Background: an optimization exercise with open tools, aiming at small area. Do not read the settings as production practice. At most, simulation tests tie the RTL to the original design; equivalence was not proved. For runs 2 to 6, only the layout was checked, not whether the RTL still works. No activity file was given, so power comes from the tool's default toggle rates.

==> flow/design.v <==
module kz_wdog (
    input  wire        clk,
    input  wire        rst_n,         
    input  wire        start,         
    input  wire        tick,          
    input  wire [9:0]  period_ms,     
    input  wire        auto_arm,      
    input  wire        req_valid,
    input  wire [1:0]  req_op,        
    input  wire [15:0] req_data,      
    input  wire [7:0]  req_sess,      
    input  wire [1:0]  req_role,      
    input  wire        req_net,       
    output reg         resp_valid,
    output reg  [1:0]  resp_code,     
    output reg  [1:0]  wd_state,      
    output wire [7:0]  miss_cons,     
    output reg  [31:0] miss_total,    
    output reg  [7:0]  owner,         
    output reg  [1:0]  miss_kind,     
    output reg  [1:0]  miss_evt,      
    output reg         force_evt,     
    output reg         w_to_c_evt     
);
    localparam [1:0] DISARMED = 2'd0, AWAITING = 2'd1, ARMED = 2'd2, FORCED = 2'd3;
    localparam [1:0] K_NONE = 2'd0, K_EARLY = 2'd1, K_LATE = 2'd2, K_WRONG = 2'd3;
    localparam [1:0] OP_ARM = 2'd0, OP_TOKEN = 2'd1, OP_DISARM = 2'd2, OP_CLOSE = 2'd3;
    localparam [1:0] R_OK = 2'd0, R_REFUSED = 2'd1, R_MISS = 2'd2;
    localparam [15:0] MASK = 16'hB400;
    function [15:0] lfsr_next(input [15:0] v);
        lfsr_next = v[0] ? ((v >> 1) ^ MASK) : (v >> 1);
    endfunction
    reg  [1:0]  cons;
    assign miss_cons = {6'd0, cons};
    reg  [9:0]  per;        
    reg  [15:0] expected;   
    reg  [7:0]  r;          
    reg  [1:0]  qa;         
    reg  [9:0]  qm;         
    reg         ph;         
    wire restart = !rst_n || start;
    wire armed    = (wd_state == ARMED);
    wire awaiting = (wd_state == AWAITING);
    wire own_none  = (owner == 8'hFF);
    wire own_match = !own_none && (owner == req_sess);
    wire is_service  = req_role[1];
    wire is_operator = (req_role == 2'd1);
    wire may_arm = is_service ||
                   (!req_net && is_operator && (!wd_state[1] || own_none || own_match));
    wire may_disarm = is_service || own_match;
    wire qz = (qm == 10'd0);
    wire do_arm    = req_valid && req_op == OP_ARM && req_data != 16'd0 && may_arm;
    wire do_token  = req_valid && req_op == OP_TOKEN && armed && own_match;
    wire tok_early = !ph && !qz;
    wire tok_ok    = !tok_early && req_data == expected;
    wire do_disarm = req_valid && req_op == OP_DISARM && may_disarm;
    wire do_close  = req_valid && req_op == OP_CLOSE && owner == req_sess;
    wire req_ok    = do_arm || do_disarm || (req_valid && req_op == OP_CLOSE) ||
                     (do_token && tok_ok);
    wire fire      = tick && ph && qz;
    wire late_fire = fire && armed;
    wire dl_fire   = fire && awaiting;
    wire quiet     = !do_arm && !do_token && !do_disarm;    
    wire tok_miss  = do_token && !tok_ok;
    wire late_miss = quiet && late_fire;
    wire miss1     = tok_miss || late_miss;
    wire dl_miss   = quiet && dl_fire;
    wire        load_per = restart || do_arm;
    wire [9:0]  per_d    = load_per ? period_ms : per;
    wire        t_restart = restart || do_arm || do_token || late_miss;
    wire       r_wrap  = tick && r == 8'd249;
    wire [1:0] qa_last = armed ? (ph ? 2'd2 : 2'd0) : 2'd3;
    wire       qa_wrap = r_wrap && qa == qa_last;
    always @(posedge clk) begin
        per <= per_d;
        if (t_restart) begin
            r  <= {7'd0, tick};
            qa <= 2'd0;
            qm <= per_d;
            ph <= 1'b0;
        end else begin
            r  <= r_wrap ? 8'd0 : r + {7'd0, tick};
            qa <= qa_wrap ? 2'd0 : qa + {1'b0, r_wrap};
            if (!ph && qz) begin
                ph <= 1'b1;
                qm <= per_d;
            end else begin
                qm <= qm - {9'd0, qa_wrap};
            end
        end
        if (do_arm)
            expected <= lfsr_next(req_data);
        else if (do_token && tok_ok)
            expected <= lfsr_next(expected);
        resp_valid <= rst_n && req_valid;
        resp_code  <= R_OK;
        miss_evt   <= 2'd0;
        force_evt  <= 1'b0;
        w_to_c_evt <= 1'b0;
        if (!rst_n)
            miss_total <= 32'd0;
        else if (!start)
            miss_total <= miss_total + {30'd0, dl_miss, miss1};
        if (restart) begin
            wd_state  <= auto_arm ? AWAITING : DISARMED;
            cons      <= 2'd0;
            owner     <= 8'hFF;
            miss_kind <= K_NONE;
            if (rst_n && req_valid)
                resp_code <= R_REFUSED;
        end else begin
            if (req_valid)
                resp_code <= req_ok ? R_OK : (do_token ? R_MISS : R_REFUSED);
            if (do_arm) begin
                w_to_c_evt <= 1'b1;
                wd_state   <= ARMED;
                cons       <= 2'd0;
                owner      <= req_sess;
            end else if (do_token) begin
                if (tok_ok) begin
                    cons <= 2'd0;
                end else begin
                    miss_evt  <= 2'd1;
                    miss_kind <= tok_early ? K_EARLY : K_WRONG;
                    cons      <= cons + 2'd1;
                    if (cons != 2'd0) begin
                        wd_state  <= FORCED;
                        force_evt <= 1'b1;
                    end
                end
            end else if (do_disarm) begin
                w_to_c_evt <= 1'b1;
                wd_state   <= DISARMED;
                owner      <= 8'hFF;
            end else begin
                if (do_close)
                    owner <= 8'hFF;
                if (late_fire) begin
                    miss_evt  <= 2'd1;
                    miss_kind <= K_LATE;
                    cons      <= cons + 2'd1;
                    if (cons != 2'd0) begin
                        wd_state  <= FORCED;
                        force_evt <= 1'b1;
                    end
                end else if (dl_fire) begin
                    miss_evt  <= 2'd2;
                    miss_kind <= K_LATE;
                    cons      <= 2'd2;
                    wd_state  <= FORCED;
                    force_evt <= 1'b1;
                end
            end
        end
    end
endmodule
==> flow/run.sh <==
#!/bin/bash
# synth_recipe.tcl (not shown) runs the flow's synth.tcl, then flattens the netlist and writes it again
# the make line also repeats each setting of config.mk as NAME=value (left out here)
make -C /OpenROAD-flow-scripts/flow DESIGN_CONFIG=/design/flow/config.mk WORK_HOME=/design/flow/orfs CLKGATE_MAP_FILE= SYNTH_SCRIPT=/design/flow/synth_recipe.tcl finish
==> flow/config.mk <==
export PLATFORM = sky130hd
export DESIGN_NAME = kz_wdog
export DESIGN_NICKNAME = kz_wdog
export VERILOG_FILES = /design/flow/design.v
export SDC_FILE = /design/flow/constraint.sdc
export NUM_CORES = 4
export LEC_CHECK = 0
export CAP_MARGIN = 20
export CORE_MARGIN = 2
export CORE_UTILIZATION = 40
export SLEW_MARGIN = 20
==> flow/constraint.sdc <==
create_clock -name core_clock -period 10.0 [get_ports {clk}]
set_input_delay 2.0000 -clock core_clock [delete_from_list [all_inputs] [get_ports {clk}]]
set_output_delay 2.0000 -clock core_clock [all_outputs]
set_load 0.01 [all_outputs]
==> Implementation_results.wiki, run 1 <==
{| class="wikitable"
! Metric !! Value
|-
| Outcome || finished clean
|-
| Core box area || 12,000 µm²
|-
| CTS H-tree depth || 3
|-
| TritonCTS clock tree || done
|-
| Core Rows || 40
|-
| DRC violations left || 0
|-
| Setup clock skew after layout || 0.00736 ns
|-
| Fraction of synthesized area in multiplexers || 5.21%
|-
| Crit path arrival time || 6.58 ns
|-
| Starting utilization of the core area || 41.0%
|-
| Worst hold-check path type || reg -> reg
|-
| Clock tree root buffer cell || sky130_fd_sc_hd__clkbuf_16
|-
| Floorplan die area || 13,200 µm²
|-
| Utilization of the core after routing || 52.6%
|-
| Global route total overflow || 0
|-
| Clk pin slew, worst setup/hold paths || 0.06 ns
|-
| 1st-pass router iterations || 4
|-
| Final sum of negative setup slack || 0 ns
|-
| Number of slew-limit violations in the final report || 0
|-
| Horizontal die dimension || 115 µm
|-
| Final setup violating endpoints || 0
|-
| Mapped Area || 4930 µm²
|-
| Total number of vias || 3,979
|-
| Initial antenna violation count || 0
|-
| Class of the most critical setup path || in -> reg
|-
| Average via count per standard cell || 5.18
|-
| Mean routed wirelength per cell || 14.9 µm
|-
| Sum of internal, switching and leakage power || 0.000868 W
|-
| Maximum root-to-sink buffer count || 2
|-
| Tcrit/Tclk final || 63.4%
|-
| Post-synthesis compound-gate area fraction || 5.10%
|-
| #FFs+latches synth || 100
|-
| Post-cts resize count || 0
|-
| DRT Wirelength || 11,500 µm
|-
| Starting DRT DRC Count || 269
|-
| Port bufs || 97
|-
| Maximum net fanout on the critical path || 24
|-
| Count of hold buffers inserted by post-cts repair || 0
|-
| Fraction of layout instances using a drive strength above 1 || 8.37%
|-
| Count of flip-flops with a built-in enable after synthesis || 18
|-
| Number of post-CTS setup repair buffers || 0
|-
| Height of the chip || 115 µm
|-
| Primary FF master, synth || sky130_fd_sc_hd__dfxtp_1
|-
| Average size of a mapped cell || 9.35 µm²
|-
| Layout overhead on the synthesized area || 28.2%
|-
| Post-synthesis share of cell area spent on and, or, nand and nor gates || 26.8%
|-
| Number of library cell types mapped by synthesis || 54
|-
| Total leakage power || 2.37 nW
|-
| # IOs || 104
|-
| Sequential area share after synthesis || 44.3%
|-
| Nature of the critical path endpoint || flop
|-
| Vias in the first global route || 3,852
|-
| Number of sinks handled by clock tree synthesis || 100
|-
| Share of synthesized flip-flops with an asynchronous set or reset || 0%
|-
| Critical Path Source Type || input port
|-
| Post-Layout Cell Count || 768
|-
| Max-capacitance violation count || 0
|-
| Combinational family with the most area after synthesis || simple AND/OR/NAND/NOR gates
|-
| CTS buffer count || 9
|-
| Clock latency on the worst-skew pair || 0.34 ns
|-
| Post-Synthesis Cells || 527
|-
| Global-route wire length before repair || 18,700 µm
|-
| Unrepaired setup endpoints after global routing || no
|-
| Xor and xnor fraction of the mapped netlist area || 12.6%
|-
| HPWL Detailed || 8490 µm
|-
| CP Data Required Time || 10.24 ns
|-
| Synth Area in Adders || 2.44%
|-
| Pwr/cell area || 137 nW/µm²
|-
| Headroom to the max-slew limit || 42.7%
|-
| Pin slew with the least headroom to its limit || 0.853 ns
|-
| Warning count from the yosys run || 1
|-
| Worst-case vdd ir drop || 0.0000727 V
|-
| Weighted congestion at the end of routability-driven global placement || 0.865
|-
| Total instance count after detailed placement || 753
|-
| Final layout net count || 671
|-
| Min Tclk post-route || 6.34 ns
|-
| Antenna Violating Nets Remaining || 0
|-
| Final antenna diode count || 0
|-
| Overall fraction of global-route tracks in use || 17.6%
|-
| Maximum clock frequency || 0.158 GHz
|-
| Largest net degree at the start of global routing || 36
|-
| Final hold violations || 0
|}
-- cells in the mapped netlist, types with 2 or more instances --
master / count / area [µm²]
sky130_fd_sc_hd__a21boi_0: 4 / 30.0
sky130_fd_sc_hd__a21oi_1: 8 / 40.0
sky130_fd_sc_hd__and2_1: 27 / 169
sky130_fd_sc_hd__and3_1: 5 / 31.3
sky130_fd_sc_hd__and4_1: 3 / 26.3
sky130_fd_sc_hd__buf_2: 2 / 10.0
sky130_fd_sc_hd__buf_4: 6 / 45.0
sky130_fd_sc_hd__clkbuf_1: 18 / 67.6
sky130_fd_sc_hd__dfxtp_1: 82 / 1640
sky130_fd_sc_hd__edfxtp_1: 18 / 541
sky130_fd_sc_hd__ha_1: 8 / 100
sky130_fd_sc_hd__inv_1: 11 / 41.3
sky130_fd_sc_hd__mux2_2: 20 / 225
sky130_fd_sc_hd__mux2i_1: 2 / 20.0
sky130_fd_sc_hd__nand2_1: 69 / 259
sky130_fd_sc_hd__nand2b_1: 6 / 37.5
sky130_fd_sc_hd__nand3_1: 16 / 80.1
sky130_fd_sc_hd__nand4_1: 19 / 119
sky130_fd_sc_hd__nor2_1: 25 / 93.8
sky130_fd_sc_hd__nor2b_1: 10 / 62.6
sky130_fd_sc_hd__nor3_1: 12 / 60.1
sky130_fd_sc_hd__nor3b_1: 5 / 37.5
sky130_fd_sc_hd__nor4_1: 16 / 100
sky130_fd_sc_hd__o21ai_0: 20 / 100
sky130_fd_sc_hd__o41ai_1: 2 / 17.5
sky130_fd_sc_hd__or2_2: 5 / 31.3
sky130_fd_sc_hd__or3_1: 6 / 37.5
sky130_fd_sc_hd__or4_1: 6 / 45.0
sky130_fd_sc_hd__or4_4: 2 / 22.5
sky130_fd_sc_hd__xnor2_1: 51 / 447
sky130_fd_sc_hd__xor2_1: 20 / 175
-- path summary, 6_finish.rpt --
kind / slack (ns) / endpoint / cells past startpoint / start
setup / recovery: 3.66 / miss_total[26] / 16 / req_data[0]
hold / removal: 0.47 / per[8] / 1 / per[8]
setup reg to reg: 5.63 / miss_total[26] / 15 / owner[4]
hold reg to reg: 0.47 / per[8] / 1 / per[8]
-- sequential cells by signal (all words and copies together), names as in the netlist --
| name | count |
|---|---|
| cons | 2 |
| force_evt | 1 |
| miss_evt | 2 |
| ph | 1 |
| resp_code | 2 |
| miss_total | 32 |
| owner | 8 |
| qa | 2 |
| r | 8 |
| miss_kind | 2 |
| expected | 16 |
| wd_state | 2 |
| per | 10 |
| w_to_c_evt | 1 |
| resp_valid | 1 |
| qm | 10 |
-- cells by family (layout without fill, tap and decap cells) --
| logic type | after synthesis | count (layout) |
|---|---|---|
| buffers and inverters | 39 | 128 |
| and+or+nand+nor | 242 | 242 |
| AOI/OAI and AO/OA | 42 | 42 |
| xor gates and xnor gates | 71 | 71 |
| adders and majority gates | 9 | 9 |
| DFF | 100 | 100 |
| muxes | 23 | 23 |
| other | 1 | 6 |
-- power breakdown --
group	total, W	leakage [nW]	switching [W]	internal, W
clock	0.000358	0.155	0.000144	0.000214
sequential	0.000432	0.837	0.00000922	0.000423
combinational	0.0000779	1.38	0.0000359	0.0000420
-- metal layers --
metal	up-vias	GRT usage, %	part of all wire [%]
li1	2002	-	-
met1	1864	24.6	49
met2	102	27.2	44
met3	11	3.27	5.8
met4	0	6.27	1.5
met5	-	0	0
-- placed cells by master (no fill, tap or decap), types with 2 or more instances in the layout --
master,n
sky130_fd_sc_hd__a21boi_0,4
sky130_fd_sc_hd__a21oi_1,8
sky130_fd_sc_hd__and2_1,27
sky130_fd_sc_hd__and3_1,5
sky130_fd_sc_hd__and4_1,3
sky130_fd_sc_hd__buf_4,4
sky130_fd_sc_hd__clkbuf_16,9
sky130_fd_sc_hd__clkbuf_8,3
sky130_fd_sc_hd__clkdlybuf4s50_1,97
sky130_fd_sc_hd__conb_1,6
sky130_fd_sc_hd__dfxtp_1,82
sky130_fd_sc_hd__edfxtp_1,18
sky130_fd_sc_hd__ha_1,8
sky130_fd_sc_hd__inv_1,11
sky130_fd_sc_hd__mux2_2,20
sky130_fd_sc_hd__mux2i_1,2
sky130_fd_sc_hd__nand2_1,69
sky130_fd_sc_hd__nand2b_1,6
sky130_fd_sc_hd__nand3_1,16
sky130_fd_sc_hd__nand4_1,19
sky130_fd_sc_hd__nor2_1,25
sky130_fd_sc_hd__nor2b_1,10
sky130_fd_sc_hd__nor3_1,12
sky130_fd_sc_hd__nor3b_1,5
sky130_fd_sc_hd__nor4_1,16
sky130_fd_sc_hd__o21ai_0,19
sky130_fd_sc_hd__o21ai_1,2
sky130_fd_sc_hd__o41ai_1,2
sky130_fd_sc_hd__or2_2,5
sky130_fd_sc_hd__or3_1,6
sky130_fd_sc_hd__or4_1,6
sky130_fd_sc_hd__or4_4,2
sky130_fd_sc_hd__xnor2_1,51
sky130_fd_sc_hd__xor2_1,20
-- metrics by stage --
stage,instance area [µm²],hold slack [ns],setup slack [ns]
floorplan,4950,0.447,4.63
global placement,6000,0.458,3.51
detailed placement,6000,0.461,3.30
CTS,6310,0.480,3.62
global route,6310,0.495,3.19
finish,6310,0.474,3.66
-- critical path, cell delays in order --
cell                              delay [ns]
sky130_fd_sc_hd__clkdlybuf4s50_1        0.56
sky130_fd_sc_hd__nor4_1                 0.34
sky130_fd_sc_hd__nand4_1                0.14
sky130_fd_sc_hd__o211ai_1               0.17
sky130_fd_sc_hd__or2_2                  0.47
sky130_fd_sc_hd__nand3_1                0.19
sky130_fd_sc_hd__o21ai_0                0.26
sky130_fd_sc_hd__ha_1                   0.22
sky130_fd_sc_hd__inv_1                  0.06
sky130_fd_sc_hd__fa_1                   0.40
sky130_fd_sc_hd__and4bb_1               0.41
sky130_fd_sc_hd__nand4_1                0.35
sky130_fd_sc_hd__nor3_1                 0.52
sky130_fd_sc_hd__nand4_1                0.18
sky130_fd_sc_hd__xnor2_1                0.15
sky130_fd_sc_hd__and2_1                 0.15
-- final cells by class --
class | instances | area [µm²]
timing repair buffer | 101 | 1000
inverter | 12 | 45.0
clock inverter | 3 | 43.8
multi-input combinational | 393 | 2590
tap | 147 | 184
clock buffer | 12 | 267
sequential | 100 | 2180
fill | 1095 | 5700
==> run 2, diff against run 1 <==
--- a/flow/design.v
+++ b/flow/design.v
@@ -33,7 +33,7 @@
     reg  [1:0]  cons;
     assign miss_cons = {6'd0, cons};
     reg  [9:0]  per;        
-    reg  [15:0] expected;   
+    reg  [15:0] last_tok;   
     reg  [7:0]  r;          
     reg  [1:0]  qa;         
     reg  [9:0]  qm;         
@@ -52,7 +52,7 @@
     wire do_arm    = req_valid && req_op == OP_ARM && req_data != 16'd0 && may_arm;
     wire do_token  = req_valid && req_op == OP_TOKEN && armed && own_match;
     wire tok_early = !ph && !qz;
-    wire tok_ok    = !tok_early && req_data == expected;
+    wire tok_ok    = !tok_early && req_data == lfsr_next(last_tok);
     wire do_disarm = req_valid && req_op == OP_DISARM && may_disarm;
     wire do_close  = req_valid && req_op == OP_CLOSE && owner == req_sess;
     wire req_ok    = do_arm || do_disarm || (req_valid && req_op == OP_CLOSE) ||
@@ -61,10 +61,19 @@
     wire late_fire = fire && armed;
     wire dl_fire   = fire && awaiting;
     wire quiet     = !do_arm && !do_token && !do_disarm;    
-    wire tok_miss  = do_token && !tok_ok;
-    wire late_miss = quiet && late_fire;
+    wire tok_miss  = !restart && do_token && !tok_ok;
+    wire late_miss = !restart && quiet && late_fire;
     wire miss1     = tok_miss || late_miss;
-    wire dl_miss   = quiet && dl_fire;
+    wire dl_miss   = !restart && quiet && dl_fire;
+    wire [32:0] mt_c;
+    assign mt_c[0] = miss1;
+    assign mt_c[1] = dl_miss || (miss1 && miss_total[0]);
+    genvar gi;
+    generate
+        for (gi = 1; gi < 32; gi = gi + 1) begin : g_mt
+            assign mt_c[gi+1] = mt_c[gi] && miss_total[gi];
+        end
+    endgenerate
     wire        load_per = restart || do_arm;
     wire [9:0]  per_d    = load_per ? period_ms : per;
     wire        t_restart = restart || do_arm || do_token || late_miss;
@@ -88,10 +97,8 @@
                 qm <= qm - {9'd0, qa_wrap};
             end
         end
-        if (do_arm)
-            expected <= lfsr_next(req_data);
-        else if (do_token && tok_ok)
-            expected <= lfsr_next(expected);
+        if (do_arm || (do_token && tok_ok))
+            last_tok <= req_data;
         resp_valid <= rst_n && req_valid;
         resp_code  <= R_OK;
         miss_evt   <= 2'd0;
@@ -99,8 +106,8 @@
         w_to_c_evt <= 1'b0;
         if (!rst_n)
             miss_total <= 32'd0;
-        else if (!start)
-            miss_total <= miss_total + {30'd0, dl_miss, miss1};
+        else
+            miss_total <= miss_total ^ mt_c[31:0];
         if (restart) begin
             wd_state  <= auto_arm ? AWAITING : DISARMED;
             cons      <= 2'd0;
--- a/flow/config.mk
+++ b/flow/config.mk
@@ -7,5 +7,6 @@
 export LEC_CHECK = 0
 export CAP_MARGIN = 20
 export CORE_MARGIN = 2
-export CORE_UTILIZATION = 40
+export CORE_UTILIZATION = 60
+export PLACE_DENSITY = 0.7
 export SLEW_MARGIN = 20
==> Implementation_results.wiki, run 2 <==
{| class="wikitable"
! Metric !! Value
|-
| Min Tclk post-route || 9.49 ns
|-
| Number of sinks handled by clock tree synthesis || 100
|-
| Total number of vias || 3,563
|-
| Vias in the first global route || 3,536
|-
| Floorplan die area || 8300 µm²
|-
| Registers with the most flip-flops || miss_total: 32 flops, last_tok: 16 flops
|-
| TritonCTS clock tree || done
|-
| Xor and xnor fraction of the mapped netlist area || 8.08%
|-
| Yosys top cell by area || sky130_fd_sc_hd__dfxtp_1
|-
| Final antenna diode count || 0
|-
| DRT Wirelength || 9930 µm
|-
| CTS H-tree depth || 3
|-
| #FFs+latches synth || 100
|-
| Antenna Violating Nets Remaining || 0
|-
| Clock tree root buffer cell || sky130_fd_sc_hd__clkbuf_8
|-
| Core box area || 7290 µm²
|-
| Outcome || finished clean
|-
| First element of the critical path || req_data[13]
|-
| Fraction of post-synthesis cell area in the top cell type by area || 36.1%
|-
| Cell with the largest stage delay on the worst path || sky130_fd_sc_hd__or4_1
|-
| Synth Area in Adders || 10.2%
|-
| Worst-case vdd ir drop || 0.000139 V
|-
| Count leader, synth || sky130_fd_sc_hd__dfxtp_1
|-
| CP Data Required Time || 10.27 ns
|-
| Number of post-CTS setup repair buffers || 0
|-
| Headroom to the max-slew limit || 34.8%
|-
| Post-Synthesis Cells || 443
|-
| Starting utilization of the core area || 62.4%
|-
| Unrepaired setup endpoints after global routing || no
|-
| Worst hold slack || 0.453 ns
|-
| Mean routed wirelength per cell || 15.3 µm
|-
| Overall fraction of global-route tracks in use || 24.4%
|-
| Global route total overflow || 0
|-
| Most area-consuming cells after synthesis || sky130_fd_sc_hd__dfxtp_1 (36%), sky130_fd_sc_hd__edfxtp_1 (12%), sky130_fd_sc_hd__ha_1 (10%)
|-
| Layout overhead on the synthesized area || 28.4%
|-
| Count of hold buffers inserted by post-cts repair || 0
|-
| Weighted congestion at the end of routability-driven global placement || 0.901
|-
| Average size of a mapped cell || 10.3 µm²
|-
| Height of the chip || 91.1 µm
|-
| Number of slew-limit violations in the final report || 0
|-
| Critical Path Source Type || input port
|-
| Post-synthesis share of cell area spent on and, or, nand and nor gates || 21.8%
|-
| Maximum root-to-sink buffer count || 2
|-
| Area post-placement || 5620 µm²
|-
| Final hold violations || 0
|-
| Average via count per standard cell || 5.49
|-
| Final layout net count || 627
|-
| Hold Path Origin || per[3]
|-
| Nature of the critical path endpoint || flop
|-
| Maximum net fanout on the critical path || 3
|-
| Crit path arrival time || 9.76 ns
|-
| 1st-pass router iterations || 4
|-
| Share of synthesized flip-flops with an asynchronous set or reset || 0%
|-
| Fraction of layout instances using a drive strength above 1 || 6.91%
|-
| Warning count from the yosys run || 1
|-
| Count of flip-flops with a built-in enable after synthesis || 18
|-
| Post-cts resize count || 0
|-
| Pwr/cell area || 133 nW/µm²
|-
| Total leakage power || 2.42 nW
|-
| Max-capacitance violation count || 0
|-
| Mapped Area || 4550 µm²
|-
| # IOs || 104
|-
| Fraction of synthesized area in multiplexers || 0.220%
|-
| Final sum of negative setup slack || 0 ns
|-
| Sequential area share after synthesis || 47.9%
|-
| Peak per-stage delay on the critical path || 0.50 ns
|-
| Combinational family with the most area after synthesis || simple AND/OR/NAND/NOR gates
|-
| Flip-flop count of the largest register after layout || 32
|-
| Final instance area || 5840 µm²
|-
| Maximum clock frequency || 0.105 GHz
|-
| Setup clock skew after layout || 0.0104 ns
|-
| Class of the most critical setup path || in -> reg
|-
| Clk pin slew, worst setup/hold paths || 0.10 ns
|-
| Worst reg2reg startpoint || qm[6]
|-
| Largest net degree at the start of global routing || 35
|-
| Global-route wire length before repair || 16,500 µm
|-
| Core Rows || 31
|-
| Final setup violating endpoints || 0
|-
| Initial antenna violation count || 0
|-
| Horizontal die dimension || 91.1 µm
|-
| Pin slew with the least headroom to its limit || 0.977 ns
|-
| Commonest cells after routing, fill and taps aside || sky130_fd_sc_hd__clkdlybuf4s50_1 (96), sky130_fd_sc_hd__dfxtp_1 (82), sky130_fd_sc_hd__nand2_1 (50)
|-
| Starting DRT DRC Count || 200
|-
| Cell repeated most along the worst path || sky130_fd_sc_hd__ha_1
|-
| Tcrit/Tclk final || 94.9%
|-
| DRC violations left || 0
|-
| CTS buffer count || 9
|-
| Most common cell after layout, fill and taps aside || sky130_fd_sc_hd__clkdlybuf4s50_1
|-
| Clock latency on the worst-skew pair || 0.36 ns
|-
| Port bufs || 97
|-
| Cell types with the highest counts after synthesis || sky130_fd_sc_hd__dfxtp_1 (82), sky130_fd_sc_hd__nand2_1 (50), sky130_fd_sc_hd__ha_1 (37)
|-
| Worst hold-check path type || reg -> reg
|-
| Post-synthesis compound-gate area fraction || 8.30%
|-
| Primary FF master, synth || sky130_fd_sc_hd__dfxtp_1
|-
| HPWL Detailed || 7460 µm
|-
| Register with the highest flop count || miss_total
|-
| Number of library cell types mapped by synthesis || 55
|}
-- run 2: kinds of logic (layout without fill, tap and decap cells) --
group / count (synthesis) / count (layout)
AND/OR/NAND/NOR: 181 / 181
flip-flops: 100 / 100
AO/OA/AOI/OAI: 51 / 51
XOR/XNOR: 42 / 42
adder cells (fa/ha/maj): 37 / 37
buffers and inverters: 30 / 132
other: 1 / 6
multiplexers: 1 / 1
-- run 2: layout make-up --
cell class | count | area (µm²)
Inverter | 10 | 37.5
Clock buffer | 10 | 128
Clock inverter | 6 | 88.8
Timing Repair Buffer | 106 | 1040
Sequential cell | 100 | 2180
Fill cell | 497 | 1450
Multi-Input combinational cell | 318 | 2240
Tap cell | 99 | 124
-- run 2: worst paths after layout --
check,slack [ns],cells past startpoint,to
worst min-delay path,0.45,2,per[3]
worst min register to register,0.45,2,per[3]
worst max register to register,2.09,40,miss_total[31]
worst max-delay path,0.51,41,miss_total[31]
-- run 2: worst max-delay path, delay by kind of cell --
family | cells | cell delay (ns)
compound gates | 2 | 0.27
simple gates | 5 | 1.00
xor+xnor | 2 | 0.35
fa+ha+maj | 31 | 5.64
buf+inv | 1 | 0.48
-- run 2: stage by stage --
step                util (%)  std cells  worst slack [ns]  power, W
detailed placement      77.0        633            0.0717  0.000509
finish                  80.1        649             0.508  0.000780
global placement        76.9        632             0.248  0.000506
CTS                     80.0        649             0.344  0.000784
global route            80.1        649           0.00539  0.000808
floorplan                  -        448             0.734  0.000475
-- run 2: report_power, final --
group          internal [W]  switching [W]
registers          0.000421     0.00000809
clock network      0.000142       0.000139
logic             0.0000363      0.0000340
total              0.000599       0.000181
-- run 2: layer usage --
layer | vias to the layer above | wire length [µm] | track usage (%)
li1 | 1768 | - | -
met1 | 1677 | 4350 | 31.7
met2 | 112 | 4890 | 41.6
met3 | 6 | 610 | 6.39
met4 | 0 | 75 | 4.55
met5 | - | 0 | 0
==> run 3, diff against run 2 <==
--- a/flow/design.v
+++ b/flow/design.v
@@ -48,7 +48,7 @@
     wire may_arm = is_service ||
                    (!req_net && is_operator && (!wd_state[1] || own_none || own_match));
     wire may_disarm = is_service || own_match;
-    wire qz = (qm == 10'd0);
+    wire qz = (qm == per);    
     wire do_arm    = req_valid && req_op == OP_ARM && req_data != 16'd0 && may_arm;
     wire do_token  = req_valid && req_op == OP_TOKEN && armed && own_match;
     wire tok_early = !ph && !qz;
@@ -75,26 +75,26 @@
         end
     endgenerate
     wire        load_per = restart || do_arm;
-    wire [9:0]  per_d    = load_per ? period_ms : per;
     wire        t_restart = restart || do_arm || do_token || late_miss;
     wire       r_wrap  = tick && r == 8'd249;
     wire [1:0] qa_last = armed ? (ph ? 2'd2 : 2'd0) : 2'd3;
     wire       qa_wrap = r_wrap && qa == qa_last;
     always @(posedge clk) begin
-        per <= per_d;
+        if (load_per)
+            per <= period_ms;
         if (t_restart) begin
             r  <= {7'd0, tick};
             qa <= 2'd0;
-            qm <= per_d;
+            qm <= 10'd0;
             ph <= 1'b0;
         end else begin
             r  <= r_wrap ? 8'd0 : r + {7'd0, tick};
             qa <= qa_wrap ? 2'd0 : qa + {1'b0, r_wrap};
             if (!ph && qz) begin
                 ph <= 1'b1;
-                qm <= per_d;
+                qm <= 10'd0;
             end else begin
-                qm <= qm - {9'd0, qa_wrap};
+                qm <= qm + {9'd0, qa_wrap};
             end
         end
         if (do_arm || (do_token && tok_ok))
==> flow/flow/run.sh (new file) <==
#!/bin/bash
# Layout flow: the standard flow (standard synthesis unchanged), with the port
# buffers made from the smallest buffer, no dummy clock loads in CTS, synthesis
# buffers removed at floorplan and power (area) recovery after global routing.
set -euo pipefail
cd "$(dirname "$0")/.."
bash standard.sh \
    "BUFFER_PORTS_ARGS=-buffer_cell sky130_fd_sc_hd__buf_1" \
    "CTS_ARGS=-sink_clustering_enable -repair_clock_nets -dont_use_dummy_load" \
    REMOVE_ABC_BUFFERS=1 \
    RECOVER_POWER=100 \
    finish > flow_make.log 2>&1
==> flow/standard.sh (new file) <==
#!/bin/bash
# synth_recipe.tcl (not shown) runs the flow's synth.tcl, then flattens the netlist and writes it again
# the make line also repeats each setting of config.mk as NAME=value (left out here)
make -C /OpenROAD-flow-scripts/flow DESIGN_CONFIG=/design/flow/config.mk WORK_HOME=/design/flow/orfs CLKGATE_MAP_FILE= SYNTH_SCRIPT=/design/flow/synth_recipe.tcl "${@:-finish}"
--- a/flow/config.mk
+++ b/flow/config.mk
@@ -7,6 +7,6 @@
 export LEC_CHECK = 0
 export CAP_MARGIN = 20
 export CORE_MARGIN = 2
-export CORE_UTILIZATION = 60
-export PLACE_DENSITY = 0.7
+export CORE_UTILIZATION = 70
+export PLACE_DENSITY = 0.8
 export SLEW_MARGIN = 20
removed: flow/run.sh
==> Implementation_results.wiki, run 3 <==
{| class="wikitable"
! Metric !! Value
|-
| Core Rows || 29
|-
| Core box area || 6280 µm²
|-
| CTS buffer count || 9
|-
| Sum of internal, switching and leakage power || 0.000673 W
|-
| Headroom to the max-slew limit || 41.9%
|-
| Clk pin slew, worst setup/hold paths || 0.08 ns
|-
| Endpoint of the most critical register-to-register path || miss_total[31]
|-
| Maximum net fanout on the critical path || 3
|-
| Post-cts resize count || 0
|-
| Nature of the critical path endpoint || flop
|-
| Horizontal die dimension || 83.9 µm
|-
| Peak per-stage delay on the critical path || 0.40 ns
|-
| Min Tclk post-route || 9.56 ns
|-
| Mean routed wirelength per cell || 14.2 µm
|-
| HPWL Detailed || 6310 µm
|-
| Final setup violating endpoints || 0
|-
| Unrepaired setup endpoints after global routing || no
|-
| Starting utilization of the core area || 71.2%
|-
| Number of post-CTS setup repair buffers || 0
|-
| Cell repeated most along the worst path || sky130_fd_sc_hd__ha_1
|-
| Starting DRT DRC Count || 130
|-
| Final hold violations || 0
|-
| Weighted congestion at the end of routability-driven global placement || 0.860
|-
| Fraction of layout instances using a drive strength above 1 || 3.21%
|-
| Vias in the first global route || 3,108
|-
| CTS H-tree depth || 3
|-
| Maximum root-to-sink buffer count || 2
|-
| Warning count from the yosys run || 1
|-
| Share of synthesized flip-flops with an asynchronous set or reset || 0%
|-
| Yosys top cell by area || sky130_fd_sc_hd__dfxtp_1
|-
| Tcrit/Tclk final || 95.6%
|-
| Worst-case vdd ir drop || 0.000104 V
|-
| Clock tree root buffer cell || sky130_fd_sc_hd__clkbuf_8
|-
| Largest net degree at the start of global routing || 33
|-
| Layout overhead on the synthesized area || 12.0%
|-
| Crit path arrival time || 9.80 ns
|-
| # IOs || 104
|-
| Path depth of the worst reg2reg path || 39
|-
| Flip-flop count of the largest register after layout || 32
|-
| R2r setup slk || 1.80 ns
|-
| Critical Path Source Type || input port
|-
| Total number of vias || 3,170
|-
| Floorplan die area || 7040 µm²
|-
| Overall fraction of global-route tracks in use || 24.4%
|-
| Worst reg2reg startpoint || last_tok[11]
|-
| Most area-consuming cells after synthesis || sky130_fd_sc_hd__dfxtp_1 (32%), sky130_fd_sc_hd__edfxtp_1 (19%), sky130_fd_sc_hd__ha_1 (10%)
|-
| Number of stages on the worst hold path || 2
|-
| Height of the chip || 83.9 µm
|-
| Port bufs || 97
|-
| Count of hold buffers inserted by post-cts repair || 0
|-
| Primary FF master, synth || sky130_fd_sc_hd__dfxtp_1
|-
| Number of library cell types mapped by synthesis || 54
|-
| Count of flip-flops with a built-in enable after synthesis || 28
|-
| Post-Synthesis Cells || 394
|-
| Average via count per standard cell || 5.51
|-
| Number of slew-limit violations in the final report || 0
|-
| Buffering stage count on the worst path with inverters included || 1
|-
| Antenna Violating Nets Remaining || 0
|-
| #FFs+latches synth || 100
|-
| CP Data Required Time || 10.24 ns
|-
| Mapped Area || 4470 µm²
|-
| Total leakage power || 2.03 nW
|-
| Fraction of post-synthesis cell area in the top cell type by area || 32.3%
|-
| Initial antenna violation count || 0
|-
| Hold Path Origin || miss_kind[0]
|-
| Max-capacitance violation count || 0
|-
| TritonCTS clock tree || done
|-
| Number of sinks handled by clock tree synthesis || 100
|-
| Pwr/cell area || 135 nW/µm²
|-
| Sequential area share after synthesis || 51.1%
|-
| DRC violations left || 0
|-
| Global-route wire length before repair || 13,800 µm
|-
| Registers with the most flip-flops || miss_total: 32 flops, last_tok: 16 flops
|-
| Final layout net count || 582
|-
| Count leader, synth || sky130_fd_sc_hd__dfxtp_1
|-
| Final antenna diode count || 0
|-
| Class of the most critical setup path || in -> reg
|-
| Final sum of negative setup slack || 0 ns
|-
| Crit-path leading delay family || adder cells
|-
| Maximum clock frequency || 0.105 GHz
|-
| DRT Wirelength || 8180 µm
|-
| Average size of a mapped cell || 11.3 µm²
|-
| Setup clock skew after layout || 0.0290 ns
|-
| End point of the most critical hold path || miss_kind[0]
|-
| Pin slew with the least headroom to its limit || 0.872 ns
|-
| Clock latency on the worst-skew pair || 0.36 ns
|-
| Register with the highest flop count || miss_total
|-
| Worst hold-check path type || reg -> reg
|-
| Most common cell after layout, fill and taps aside || sky130_fd_sc_hd__buf_1
|-
| Outcome || finished clean
|-
| Commonest cells after routing, fill and taps aside || sky130_fd_sc_hd__buf_1 (97), sky130_fd_sc_hd__dfxtp_1 (72), sky130_fd_sc_hd__ha_1 (37)
|-
| 1st-pass router iterations || 4
|-
| Global route total overflow || 0
|-
| Cell types with the highest counts after synthesis || sky130_fd_sc_hd__dfxtp_1 (72), sky130_fd_sc_hd__and2_1 (37), sky130_fd_sc_hd__ha_1 (37)
|-
| Cell with the largest stage delay on the worst path || sky130_fd_sc_hd__or3_1
|}
## run 3: changes by cell type in the layout (fill, tap and decap cells not counted), moves of 10 or more
| cell | delta |
|---|---|
| sky130_fd_sc_hd__buf_1 | +97 |
| sky130_fd_sc_hd__dfxtp_1 | -10 |
| sky130_fd_sc_hd__and2_0 | +10 |
| sky130_fd_sc_hd__edfxtp_1 | +10 |
| sky130_fd_sc_hd__clkdlybuf4s50_1 | -96 |
| sky130_fd_sc_hd__nand3_1 | +11 |
| sky130_fd_sc_hd__nand2_1 | -37 |
| sky130_fd_sc_hd__or4_1 | -10 |
## run 3: worst register-to-register path, delay by kind of cell, from the launching register on
kind / cells / cell delay, ns
fa+ha+maj: 31 / 5.66
compound gates: 3 / 0.87
simple gates: 3 / 0.85
flops: 1 / 0.40
xor+xnor: 2 / 0.32
## run 3: area by class of cell
type | count | area, µm²
Sequential cell | 100 | 2280
Tap cell | 77 | 96.3
Multi-Input combinational cell | 280 | 2090
Fill cell | 418 | 1270
Timing Repair Buffer | 100 | 379
Clock buffer | 9 | 124
Inverter | 9 | 33.8
## run 3: worst max-delay path by stage
stage                            start              to  cells past startpoint
after floorplan           req_data[10]  miss_total[31]                     39
after detailed placement  req_data[10]  miss_total[31]                     40
after CTS                 req_data[10]  miss_total[31]                     40
after global placement    req_data[10]  miss_total[31]                     40
final                     req_data[10]  miss_total[31]                     40
after global routing      req_data[10]  miss_total[31]                     40
## run 3: layer usage
layer	track usage, %	wire length [µm]
met5	0	0
met4	7.62	102
met3	5.44	454
met2	41.2	3870
met1	31.3	3760
## run 3: stage by stage
stage | worst slack, ns | hold slack (ns) | util [%] | std cells | cell area, µm²
2_1_floorplan | 0.714 | 0.478 | - | 389 | 4430
3_3_place_gp | 0.308 | 0.454 | 78.2 | 566 | 4910
3_5_place_dp | 0.0966 | 0.460 | 78.2 | 566 | 4910
4_1_cts | 0.441 | 0.471 | 80.2 | 575 | 5030
5_1_grt | 0.110 | 0.492 | 79.7 | 575 | 5000
6_report | 0.437 | 0.472 | 79.7 | 575 | 5000
## run 3: cells by family (layout without fill, tap and decap cells)
family	after synthesis	after routing	synth area share (%)
adders and majority gates	37	37	10.4
AOI/OAI and AO/OA	41	41	7.53
muxes	1	1	0.224
other	1	6	0.0839
xor gates and xnor gates	52	52	10.2
and+or+nand+nor	143	143	18.4
DFF	100	100	51.1
buffers and inverters	19	118	2.10
## run 3: report_power, final
part	switching [W]	internal (W)
logic	0.0000287	0.0000180
registers	0.00000455	0.000424
clock network	0.000117	0.0000809
==> run 4, diff against run 3 <==
--- a/flow/config.mk
+++ b/flow/config.mk
@@ -8,5 +8,7 @@
 export CAP_MARGIN = 20
 export CORE_MARGIN = 2
 export CORE_UTILIZATION = 70
+export GPL_ROUTABILITY_DRIVEN = 0
+export GPL_TIMING_DRIVEN = 0
 export PLACE_DENSITY = 0.8
 export SLEW_MARGIN = 20
==> Implementation_results.wiki, run 4 <==
{| class="wikitable"
! Metric !! Value
|-
| Combined area of the multi-input logic cells || 2100 µm²
|-
| Final instance area || 5010 µm²
|-
| Clock tree root buffer cell || sky130_fd_sc_hd__clkbuf_8
|-
| Global-route wire length before repair || 14,500 µm
|-
| Largest net degree at the start of global routing || 36
|-
| Horizontal die dimension || 83.9 µm
|-
| Worst-case vdd ir drop || 0.000115 V
|-
| Path depth of the worst reg2reg path || 39
|-
| Top Metal Used || met4
|-
| Cell types with the highest counts after synthesis || sky130_fd_sc_hd__dfxtp_1 (72), sky130_fd_sc_hd__and2_1 (37), sky130_fd_sc_hd__ha_1 (37)
|-
| Outcome || finished clean
|-
| Maximum root-to-sink buffer count || 2
|-
| Maximum net fanout on the critical path || 3
|-
| Overall fraction of global-route tracks in use || 26.0%
|-
| Starting DRT DRC Count || 160
|-
| Final sum of negative setup slack || 0 ns
|-
| Nature of the critical path endpoint || flop
|-
| Post-Synthesis Cells || 394
|-
| Fraction of synthesized area in multiplexers || 0.224%
|-
| Number of stages on the worst hold path || 2
|-
| Registers with the most flip-flops || miss_total: 32 flops, last_tok: 16 flops
|-
| Setup clock skew after layout || 0.0201 ns
|-
| Portion of total power attributed to sequential cells || 63.9%
|-
| Starting utilization of the core area || 71.2%
|-
| Combinational power share || 7.0%
|-
| Global route total overflow || 0
|-
| TritonCTS clock tree || done
|-
| Reg area || 2280 µm²
|-
| HPWL Detailed || 6560 µm
|-
| Count of flip-flops with a built-in enable after synthesis || 28
|-
| Pin slew with the least headroom to its limit || 1.01 ns
|-
| Core Rows || 29
|-
| DRT Wirelength || 8500 µm
|-
| Crit path arrival time || 9.83 ns
|-
| Net switching component of the power || 0.000147 W
|-
| Unrepaired setup endpoints after global routing || no
|-
| # IOs || 104
|-
| Switching fraction of total power || 22.0%
|-
| Height of the chip || 83.9 µm
|-
| Vias in the first global route || 3,222
|-
| CTS H-tree depth || 3
|-
| Synth Area in Adders || 10.4%
|-
| 1st-pass router iterations || 4
|-
| Peak per-stage delay on the critical path || 0.38 ns
|-
| Metal1 wirelength || 3570 µm
|-
| Met2 WL || 4240 µm
|-
| Total number of vias || 3,213
|-
| Primary FF master, synth || sky130_fd_sc_hd__dfxtp_1
|-
| Port bufs || 97
|-
| Layout overhead on the synthesized area || 12.2%
|-
| Area post-placement || 4910 µm²
|-
| Pwr/cell area || 134 nW/µm²
|-
| Total leakage power || 2.03 nW
|-
| Clock latency on the worst-skew pair || 0.35 ns
|-
| Most area-consuming cells after synthesis || sky130_fd_sc_hd__dfxtp_1 (32%), sky130_fd_sc_hd__edfxtp_1 (19%), sky130_fd_sc_hd__ha_1 (10%)
|-
| #FFs+latches synth || 100
|-
| Initial antenna violation count || 0
|-
| Xor and xnor fraction of the mapped netlist area || 10.2%
|-
| Number of post-CTS setup repair buffers || 0
|-
| Average via count per standard cell || 5.60
|-
| Number of sinks handled by clock tree synthesis || 100
|-
| Final setup violating endpoints || 0
|-
| Floorplan die area || 7040 µm²
|-
| Core box area || 6280 µm²
|-
| Crit-path leading delay family || adder cells
|-
| Antenna Violating Nets Remaining || 0
|-
| Clk pin slew, worst setup/hold paths || 0.08 ns
|-
| Sequential area share after synthesis || 51.1%
|-
| Number of library cell types mapped by synthesis || 54
|-
| Number of slew-limit violations in the final report || 0
|-
| Flip-flop count of the largest register after layout || 32
|-
| Mean routed wirelength per cell || 14.8 µm
|-
| Cell with the largest stage delay on the worst path || sky130_fd_sc_hd__or3_4
|-
| DR WL met3 || 501 µm
|-
| Final layout net count || 581
|-
| Post-synthesis share of cell area spent on and, or, nand and nor gates || 18.4%
|-
| Commonest cells after routing, fill and taps aside || sky130_fd_sc_hd__buf_1 (96), sky130_fd_sc_hd__dfxtp_1 (72), sky130_fd_sc_hd__ha_1 (37)
|-
| Final hold violations || 0
|-
| Buffering stage count on the worst path with inverters included || 1
|-
| Worst hold-check path type || reg -> reg
|-
| Cell repeated most along the worst path || sky130_fd_sc_hd__ha_1
|-
| Combinational family with the most area after synthesis || simple AND/OR/NAND/NOR gates
|-
| Fraction of post-synthesis cell area in the top cell type by area || 32.3%
|-
| DRC violations left || 0
|-
| Share of synthesized flip-flops with an asynchronous set or reset || 0%
|-
| Critical Path Source Type || input port
|-
| Register with the highest flop count || miss_total
|-
| Layout filler cell count || 427
|-
| Warning count from the yosys run || 1
|-
| Cell internal pwr || 0.000523 W
|-
| Average size of a mapped cell || 11.3 µm²
|-
| Maximum clock frequency || 0.104 GHz
|-
| Most common cell after layout, fill and taps aside || sky130_fd_sc_hd__buf_1
|-
| Headroom to the max-slew limit || 31.8%
|-
| Fraction of layout instances using a drive strength above 1 || 4.02%
|-
| Crit. path cell count || 40
|-
| Tcrit/Tclk final || 95.8%
|-
| Class of the most critical setup path || in -> reg
|-
| CP Data Required Time || 10.25 ns
|-
| Max-capacitance violation count || 0
|-
| Count leader, synth || sky130_fd_sc_hd__dfxtp_1
|-
| Proportion of power drawn by the clock network || 29.1%
|-
| Post-synthesis compound-gate area fraction || 7.53%
|-
| Yosys top cell by area || sky130_fd_sc_hd__dfxtp_1
|-
| CTS buffer count || 9
|-
| Final antenna diode count || 0
|-
| Mapped Area || 4470 µm²
|-
| Min Tclk post-route || 9.58 ns
|}
## run 4: cell counts after synthesis
Identical to the previous run, type by type.
## run 4: routing by layer
metal | global-route usage (%) | up-vias
met4 | 8.50 | 0
met2 | 45.0 | 105
met5 | 0 | -
met1 | 31.2 | 1495
li1 | - | 1597
met3 | 7.22 | 16
## run 4: tightest hold or removal path, delay by kind of cell, from the launching register on
family	cells	cell delay, ns
simple gates	1	0.05
compound gates	1	0.07
flops	1	0.32
## run 4: final cells by class
type	instances	share of cell area, %
clock buffer	9	2.47
inverter	9	0.674
multi-input combinational	280	42.0
sequential	100	45.5
tap	77	1.92
timing repair buffer	99	7.44
## run 4: repair_timing
item / CTS / global route
gates resized for setup: 0 / 2
endpoints found under the setup margin: 0 / 2
hold buffers: 0 / 0
## run 4: cell families (layout without fill, tap and decap cells)
family                     Yosys count  in the layout
other                                1              6
DFF                                100            100
xor gates and xnor gates            52             52
AOI/OAI and AO/OA                   41             41
adders and majority gates           37             37
buffers and inverters               19            117
muxes                                1              1
and+or+nand+nor                    143            143
## run 4: power groups by stage
stage          clock network [W]   logic, W  registers [W]
6_report                0.000195  0.0000471       0.000428
5_1_grt                 0.000213  0.0000531       0.000429
4_1_cts                 0.000201  0.0000480       0.000428
3_5_place_dp                   0  0.0000476       0.000438
3_3_place_gp                   0  0.0000450       0.000438
2_1_floorplan                  0  0.0000269       0.000438
## run 4: per-stage QoR
stage,hold slack [ns],instances,util [%],power [W],setup slack (ns)
finish,0.480,574,79.8,0.000671,0.424
global route,0.509,574,79.8,0.000695,0.00199
CTS,0.478,574,80.2,0.000677,0.328
detailed placement,0.466,565,78.2,0.000485,0.0617
global placement,0.452,563,77.9,0.000483,0.201
floorplan,0.478,389,-,0.000465,0.714
## run 4: path summary, 6_finish.rpt
| kind | from | end | slack, ns |
|---|---|---|---|
| min reg2reg | miss_kind[0] | miss_kind[0] | 0.48 |
| max | req_data[10] | miss_total[31] | 0.42 |
| min | miss_kind[0] | miss_kind[0] | 0.48 |
| max reg2reg | per[6] | miss_total[31] | 1.80 |
==> run 5, diff against run 4 <==
--- a/flow/flow/run.sh
+++ b/flow/flow/run.sh
@@ -6,7 +6,7 @@
 cd "$(dirname "$0")/.."
 bash standard.sh \
     "BUFFER_PORTS_ARGS=-buffer_cell sky130_fd_sc_hd__buf_1" \
-    "CTS_ARGS=-sink_clustering_enable -repair_clock_nets -dont_use_dummy_load" \
+    "CTS_ARGS=-sink_clustering_enable -sink_clustering_size 50 -sink_clustering_max_diameter 300 -repair_clock_nets -dont_use_dummy_load" \
     REMOVE_ABC_BUFFERS=1 \
     RECOVER_POWER=100 \
     finish > flow_make.log 2>&1
--- a/flow/config.mk
+++ b/flow/config.mk
@@ -7,8 +7,6 @@
 export LEC_CHECK = 0
 export CAP_MARGIN = 20
 export CORE_MARGIN = 2
-export CORE_UTILIZATION = 70
-export GPL_ROUTABILITY_DRIVEN = 0
-export GPL_TIMING_DRIVEN = 0
-export PLACE_DENSITY = 0.8
+export CORE_UTILIZATION = 80
+export PLACE_DENSITY = 0.88
 export SLEW_MARGIN = 20
==> Implementation_results.wiki, run 5 <==
{| class="wikitable"
! Metric !! Value
|-
| Post-Layout Cell Count || 572
|-
| Registers with the most flip-flops || miss_total: 32 flops, last_tok: 16 flops
|-
| Primary FF master, synth || sky130_fd_sc_hd__dfxtp_1
|-
| Fraction of post-synthesis cell area in the top cell type by area || 32.3%
|-
| Setup clock skew after layout || 0.0193 ns
|-
| Xor and xnor fraction of the mapped netlist area || 10.2%
|-
| Largest net degree at the start of global routing || 32
|-
| Maximum net fanout on the critical path || 3
|-
| Synth Area in Adders || 10.4%
|-
| Maximum root-to-sink buffer count || 2
|-
| Total instance count after detailed placement || 561
|-
| Post-synthesis share of cell area spent on and, or, nand and nor gates || 18.4%
|-
| Post-synthesis compound-gate area fraction || 7.53%
|-
| Mean routed wirelength per cell || 19.0 µm
|-
| CTS H-tree depth || 3
|-
| Commonest cells after routing, fill and taps aside || sky130_fd_sc_hd__buf_1 (97), sky130_fd_sc_hd__dfxtp_1 (72), sky130_fd_sc_hd__ha_1 (37)
|-
| Maximum clock frequency || 0.104 GHz
|-
| # IOs || 104
|-
| Fraction of synthesized area in multiplexers || 0.224%
|-
| Pin slew with the least headroom to its limit || 0.849 ns
|-
| Crit path arrival time || 9.92 ns
|-
| Mapped Area || 4470 µm²
|-
| Tcrit/Tclk final || 96.6%
|-
| Max-capacitance violation count || 0
|-
| Global route total overflow || 0
|-
| Clock tree root buffer cell || sky130_fd_sc_hd__clkbuf_8
|-
| #FFs+latches synth || 100
|-
| Register with the highest flop count || miss_total
|-
| CTS buffer count || 9
|-
| Cell types with the highest counts after synthesis || sky130_fd_sc_hd__dfxtp_1 (72), sky130_fd_sc_hd__and2_1 (37), sky130_fd_sc_hd__ha_1 (37)
|-
| Count of flip-flops with a built-in enable after synthesis || 28
|-
| TritonCTS clock tree || done
|-
| Utilization of the core after routing || 92.5%
|-
| Port bufs || 97
|-
| 1st-pass router iterations || 5
|-
| Clock latency on the worst-skew pair || 0.37 ns
|-
| HPWL Detailed || 7470 µm
|-
| Number of library cell types mapped by synthesis || 54
|-
| Min Tclk post-route || 9.66 ns
|-
| Height of the chip || 78.7 µm
|-
| Flip-flop count of the largest register after layout || 32
|-
| Initial antenna violation count || 0
|-
| Nature of the critical path endpoint || flop
|-
| Outcome || finished clean
|-
| Global-route wire length before repair || 16,700 µm
|-
| Cell with the largest stage delay on the worst path || sky130_fd_sc_hd__or3_4
|-
| Critical Path Source Type || input port
|-
| Unrepaired setup endpoints after global routing || no
|-
| Core Rows || 27
|-
| DRT Wirelength || 10,900 µm
|-
| Worst-case vdd ir drop || 0.000109 V
|-
| Crit-path leading delay family || adder cells
|-
| Post-Synthesis Cells || 394
|-
| Horizontal die dimension || 78.7 µm
|-
| Weighted congestion at the end of routability-driven global placement || 0.859
|-
| CP Data Required Time || 10.26 ns
|-
| DRC violations left || 0
|-
| Cell repeated most along the worst path || sky130_fd_sc_hd__ha_1
|-
| Total leakage power || 2.03 nW
|-
| Final sum of negative setup slack || 0 ns
|-
| Pwr/cell area || 135 nW/µm²
|-
| Number of sinks handled by clock tree synthesis || 100
|-
| Class of the most critical setup path || in -> reg
|-
| Final layout net count || 584
|-
| Combinational family with the most area after synthesis || simple AND/OR/NAND/NOR gates
|-
| Starting utilization of the core area || 82.2%
|-
| Count leader, synth || sky130_fd_sc_hd__dfxtp_1
|-
| Yosys top cell by area || sky130_fd_sc_hd__dfxtp_1
|-
| Vias in the first global route || 3,527
|-
| Number of slew-limit violations in the final report || 0
|-
| Warning count from the yosys run || 1
|-
| Most common cell after layout, fill and taps aside || sky130_fd_sc_hd__buf_1
|-
| Starting DRT DRC Count || 215
|-
| Peak per-stage delay on the critical path || 0.39 ns
|-
| Average via count per standard cell || 6.15
|-
| Final setup violating endpoints || 0
|-
| Overall fraction of global-route tracks in use || 35.6%
|-
| Headroom to the max-slew limit || 43.4%
|-
| Final hold violations || 0
|-
| Floorplan die area || 6200 µm²
|-
| R2r setup slk || 1.49 ns
|-
| Count of hold buffers inserted by post-cts repair || 0
|-
| Worst hold-check path type || reg -> reg
|-
| Most area-consuming cells after synthesis || sky130_fd_sc_hd__dfxtp_1 (32%), sky130_fd_sc_hd__edfxtp_1 (19%), sky130_fd_sc_hd__ha_1 (10%)
|-
| Clk pin slew, worst setup/hold paths || 0.09 ns
|-
| Reg area || 2280 µm²
|-
| Combined area of the multi-input logic cells || 2110 µm²
|-
| Average size of a mapped cell || 11.3 µm²
|-
| Core box area || 5440 µm²
|-
| Antenna Violating Nets Remaining || 0
|-
| Total number of vias || 3,519
|-
| Layout overhead on the synthesized area || 12.6%
|-
| Final antenna diode count || 0
|-
| Share of synthesized flip-flops with an asynchronous set or reset || 0%
|-
| Fraction of layout instances using a drive strength above 1 || 4.40%
|-
| Buffering stage count on the worst path with inverters included || 1
|-
| Layout filler cell count || 198
|-
| Sequential area share after synthesis || 51.1%
|}
## run 5: cell counts after synthesis
No cell type changed its count.
## run 5: metrics by stage
stage               hold WS (ns)  power [W]  area, µm²  setup slack [ns]
finish                     0.504   0.000680       5030             0.339
global route               0.530   0.000699       5030            0.0132
CTS                        0.492   0.000679       5030             0.262
detailed placement         0.480   0.000486       4900            0.0298
global placement           0.454   0.000483       4900             0.335
floorplan                  0.478   0.000465       4430             0.714
## run 5: path summary, 6_finish.rpt
kind / startpoint / end / cells after the start
min reg2reg: miss_kind[1] / miss_kind[1] / 1
min: miss_kind[1] / miss_kind[1] / 1
max reg2reg: per[0] / miss_total[31] / 39
max: req_data[10] / miss_total[31] / 40
## run 5: worst register-to-register path, delay by kind of cell, from the launching register on
| kind | cells | cell delay [ns] |
|---|---|---|
| xor gates and xnor gates | 2 | 0.46 |
| and+or+nand+nor | 4 | 1.22 |
| DFF | 1 | 0.41 |
| adders and majority gates | 31 | 5.88 |
| AOI/OAI and AO/OA | 2 | 0.44 |
## run 5: cell families (layout without fill, tap and decap cells)
kind of cell | Yosys count | count (layout)
simple gates | 143 | 143
flops | 100 | 100
xor+xnor | 52 | 52
compound gates | 41 | 41
fa+ha+maj | 37 | 37
buf+inv | 19 | 120
other cells | 1 | 6
mux | 1 | 1
## run 5: where the power goes
part	leakage [nW]	switching, W	internal (W)	total [W]
registers	0.850	0.00000509	0.000424	0.000429
logic	1.12	0.0000309	0.0000183	0.0000492
clock network	0.0647	0.000121	0.0000809	0.000202
## run 5: what timing repair did
item                                   4_1_cts  5_1_grt
endpoints found under the hold margin        0        0
setup endpoints to repair                    0        2
buffers inserted                             0        2
gates resized for setup                      0        2
## run 5: layer usage
| layer | global-route usage (%) | share of wire (%) |
|---|---|---|
| met1 | 38.8 | 37 |
| met2 | 64.6 | 52 |
| met3 | 8.75 | 6.8 |
| met4 | 16.8 | 3.7 |
| met5 | 0 | 0 |
## run 5: cell type report
type                       instances  share of cell area, %
clock buffer                       9                   2.46
inverter                           9                  0.671
multi-input combinational        280                   41.9
sequential                       100                   45.3
tap                               72                   1.79
timing repair buffer             102                   7.83
==> run 6, diff against run 5 <==
--- a/flow/flow/run.sh
+++ b/flow/flow/run.sh
@@ -6,7 +6,7 @@
 cd "$(dirname "$0")/.."
 bash standard.sh \
     "BUFFER_PORTS_ARGS=-buffer_cell sky130_fd_sc_hd__buf_1" \
-    "CTS_ARGS=-sink_clustering_enable -sink_clustering_size 50 -sink_clustering_max_diameter 300 -repair_clock_nets -dont_use_dummy_load" \
+    "CTS_ARGS=-sink_clustering_enable -sink_clustering_size 100 -sink_clustering_max_diameter 500 -buf_list sky130_fd_sc_hd__clkbuf_16 -repair_clock_nets -dont_use_dummy_load" \
     REMOVE_ABC_BUFFERS=1 \
     RECOVER_POWER=100 \
     finish > flow_make.log 2>&1
==> Implementation_results.wiki, run 6 <==
{| class="wikitable"
! Metric !! Value
|-
| Commonest cells after routing, fill and taps aside || sky130_fd_sc_hd__buf_1 (97), sky130_fd_sc_hd__dfxtp_1 (72), sky130_fd_sc_hd__and2_1 (36)
|-
| Final layout net count || 585
|-
| Most Crowded Layer GR || met2
|-
| Port bufs || 97
|-
| Layout filler cell count || 141
|-
| Cell with the largest stage delay on the worst path || sky130_fd_sc_hd__nor3b_2
|-
| Net switching component of the power || 0.000185 W
|-
| Headroom to the max-slew limit || 52.3%
|-
| Yosys top cell by area || sky130_fd_sc_hd__dfxtp_1
|-
| Overall fraction of global-route tracks in use || 41.2%
|-
| Outcome || finished clean
|-
| Layout overhead on the synthesized area || 15.7%
|-
| Pwr/cell area || 152 nW/µm²
|-
| Most common cell after layout, fill and taps aside || sky130_fd_sc_hd__buf_1
|-
| Reg area || 2280 µm²
|-
| Mean routed wirelength per cell || 26.5 µm
|-
| CP Data Required Time || 10.24 ns
|-
| Global-route wire length before repair || 19,200 µm
|-
| Final hold violations || 0
|-
| Warning count from the yosys run || 1
|-
| Sequential area share after synthesis || 51.1%
|-
| Average via count per standard cell || 7.17
|-
| Count leader, synth || sky130_fd_sc_hd__dfxtp_1
|-
| Cell repeated most along the worst path || sky130_fd_sc_hd__ha_1
|-
| Sum of internal, switching and leakage power || 0.000787 W
|-
| Primary FF master, synth || sky130_fd_sc_hd__dfxtp_1
|-
| Number of sinks handled by clock tree synthesis || 100
|-
| Tcrit/Tclk final || 97.9%
|-
| GRT met1 Usage || 48.3%
|-
| Number of slew-limit violations in the final report || 0
|-
| Horizontal die dimension || 78.7 µm
|-
| 1st-pass router iterations || 10
|-
| Critical Path Source Type || input port
|-
| Crit path arrival time || 10.03 ns
|-
| Vias in the first global route || 3,777
|-
| Starting utilization of the core area || 82.2%
|-
| Core Rows || 27
|-
| Largest net degree at the start of global routing || 32
|-
| Registers with the most flip-flops || miss_total: 32 flops, last_tok: 16 flops
|-
| Count of flip-flops with a built-in enable after synthesis || 28
|-
| Initial antenna violation count || 0
|-
| Maximum clock frequency || 0.102 GHz
|-
| Global route total overflow || 0
|-
| Register with the highest flop count || miss_total
|-
| Average size of a mapped cell || 11.3 µm²
|-
| Setup clock skew after layout || 0.0145 ns
|-
| Clock tree root buffer cell || sky130_fd_sc_hd__clkbuf_16
|-
| Combined area of the multi-input logic cells || 2130 µm²
|-
| Class of the most critical setup path || in -> reg
|-
| Min Tclk post-route || 9.79 ns
|-
| Flip-flop count of the largest register after layout || 32
|-
| Most area-consuming cells after synthesis || sky130_fd_sc_hd__dfxtp_1 (32%), sky130_fd_sc_hd__edfxtp_1 (19%), sky130_fd_sc_hd__ha_1 (10%)
|-
| Mapped Area || 4470 µm²
|-
| Total number of vias || 4,108
|-
| Fraction of layout instances using a drive strength above 1 || 6.39%
|-
| #FFs+latches synth || 100
|-
| Worst hold-check path type || reg -> reg
|-
| Maximum root-to-sink buffer count || 2
|-
| Cell types with the highest counts after synthesis || sky130_fd_sc_hd__dfxtp_1 (72), sky130_fd_sc_hd__and2_1 (37), sky130_fd_sc_hd__ha_1 (37)
|-
| Final antenna diode count || 0
|-
| Count of hold buffers inserted by post-cts repair || 0
|-
| Share of synthesized flip-flops with an asynchronous set or reset || 0%
|-
| Proportion of power drawn by the clock network || 37.8%
|-
| Peak per-stage delay on the critical path || 0.35 ns
|-
| Met2 Usage GRT || 71.1%
|-
| Cell internal pwr || 0.000603 W
|-
| CTS buffer count || 9
|-
| CTS H-tree depth || 3
|-
| Pin slew with the least headroom to its limit || 0.716 ns
|-
| Nature of the critical path endpoint || flop
|-
| Crit-path leading delay family || adder cells
|-
| TritonCTS clock tree || done
|-
| Post-Layout Cell Count || 573
|-
| HPWL Detailed || 7470 µm
|-
| Total instance count after detailed placement || 561
|-
| Max-capacitance violation count || 0
|-
| Post-Synthesis Cells || 394
|-
| Buffering stage count on the worst path with inverters included || 1
|-
| Core box area || 5440 µm²
|-
| Starting DRT DRC Count || 587
|-
| Clk pin slew, worst setup/hold paths || 0.06 ns
|-
| Height of the chip || 78.7 µm
|-
| Fraction of post-synthesis cell area in the top cell type by area || 32.3%
|-
| # IOs || 104
|-
| Weighted congestion at the end of routability-driven global placement || 0.859
|-
| Maximum net fanout on the critical path || 5
|-
| Final setup violating endpoints || 0
|-
| Worst-case vdd ir drop || 0.000112 V
|-
| DRT Wirelength || 15,200 µm
|-
| Antenna Violating Nets Remaining || 0
|-
| Switching fraction of total power || 23.4%
|-
| Number of library cell types mapped by synthesis || 54
|-
| Floorplan die area || 6200 µm²
|-
| Global routing usage on met3 || 11.6%
|-
| Portion of total power attributed to sequential cells || 54.7%
|-
| DRC violations left || 0
|-
| Total leakage power || 2.11 nW
|-
| Combinational power share || 7.4%
|-
| Clock latency on the worst-skew pair || 0.35 ns
|}
## run 6: cell counts after synthesis
No cell type changed its count.
## run 6: final cells by class
| cell class | instances | share of cell area, % |
|---|---|---|
| inverter | 9 | 0.653 |
| multi-input combinational | 280 | 41.2 |
| timing repair buffer | 103 | 7.91 |
| clock buffer | 9 | 4.36 |
| tap | 72 | 1.74 |
| sequential | 100 | 44.1 |
## run 6: stage by stage
stage	TNS (ns)	area [µm²]	util, %	hold slack [ns]	setup slack, ns
after floorplan	0	4430	-	0.478	0.714
after global placement	0	4900	90.2	0.454	0.335
after detailed placement	0	4900	90.2	0.480	0.0298
after CTS	0	5130	94.3	0.514	0.119
after global routing	-0.168	5170	95.1	0.520	-0.117
final	0	5170	95.1	0.532	0.208
## run 6: power by group through the flow
stage	clock network [W]	registers, W	logic (W)
CTS	0.000289	0.000430	0.0000510
global placement	0	0.000438	0.0000451
global route	0.000307	0.000431	0.0000603
detailed placement	0	0.000438	0.0000474
floorplan	0	0.000438	0.0000269
finish	0.000298	0.000431	0.0000586
## run 6: kinds of logic after synthesis
family	count (synthesis)	share of synthesized area, %
and+or+nand+nor	143	18.4
xor gates and xnor gates	52	10.2
adders and majority gates	37	10.4
AOI/OAI and AO/OA	41	7.53
muxes	1	0.224
buffers and inverters	19	2.10
DFF	100	51.1
other	1	0.0839
## run 6: worst register-to-register path, delay by kind of cell (launching register included)
family | cells | cell delay, ns
and+or+nand+nor | 4 | 1.30
xor gates and xnor gates | 2 | 0.50
AOI/OAI and AO/OA | 2 | 0.51
DFF | 1 | 0.42
adders and majority gates | 31 | 5.85
## run 6: path summary, 6_finish.rpt
check | cells past startpoint | to | slack (ns) | start
worst max-delay path | 40 | miss_total[31] | 0.21 | req_valid
worst min-delay path | 2 | miss_kind[0] | 0.53 | miss_kind[0]
worst max register to register | 39 | miss_total[31] | 1.32 | per[4]
worst min register to register | 2 | miss_kind[0] | 0.53 | miss_kind[0]
## run 6: routing by layer
| layer | up-vias | part of all wire, % |
|---|---|---|
| li1 | 1603 | - |
| met1 | 1854 | 32 |
| met2 | 497 | 45 |
| met3 | 154 | 14 |
| met4 | 0 | 8.8 |
| met5 | - | 0 |
## run 6: repair_timing
action	in CTS	in global routing
setup endpoints to repair	0	3
setup buffers	0	3
resized for setup	0	7

[re-timing with driven ports]
In the flow no input, the clock included, has a driving cell. The finished layouts below were timed again as built, in two steps. Step 1 assumes that a clkbuf_16 drives the clock port and a buf_2 every other input. Step 2 moves the port delays by t, midway between the first and last clock arrival at a register: inputs arrive t later, outputs are due t later. That takes back most of the time a late clock gives input paths. a / b / c = no drivers / after step 1 / after step 2; a / b = the first two.
| run | t (ns) | setup slack, ns | hold slack, ns | latest minus earliest clock arrival (ns) | slew at the worst register clock pin (ns) |
|---|---|---|---|---|---|
| run 1 | 0.373 | 3.656 / 3.673 / 3.300 | 0.474 / 0.474 / 0.474 | 0.008 / 0.007 | 0.07 / 0.07 |
| run 2 | 0.389 | 0.508 / 0.512 / 0.123 | 0.453 / 0.453 / 0.453 | 0.011 / 0.011 | 0.10 / 0.10 |
| run 3 | 0.377 | 0.437 / 0.446 / 0.070 | 0.472 / 0.472 / 0.472 | 0.029 / 0.029 | 0.10 / 0.10 |
| run 4 | 0.376 | 0.424 / 0.437 / 0.061 | 0.480 / 0.480 / 0.480 | 0.021 / 0.020 | 0.09 / 0.09 |
| run 5 | 0.387 | 0.339 / 0.348 / -0.039 | 0.504 / 0.504 / 0.504 | 0.019 / 0.020 | 0.09 / 0.09 |
| run 6 | 0.381 | 0.208 / 0.215 / -0.166 | 0.532 / 0.532 / 0.532 | 0.015 / 0.015 | 0.07 / 0.07 |
With both steps, setup timing fails in run 5 and run 6, where it was met with ideal ports. The setup slack of run 2, which loses most, moves by +0.004 ns with the drivers and by -0.385 ns with both steps.
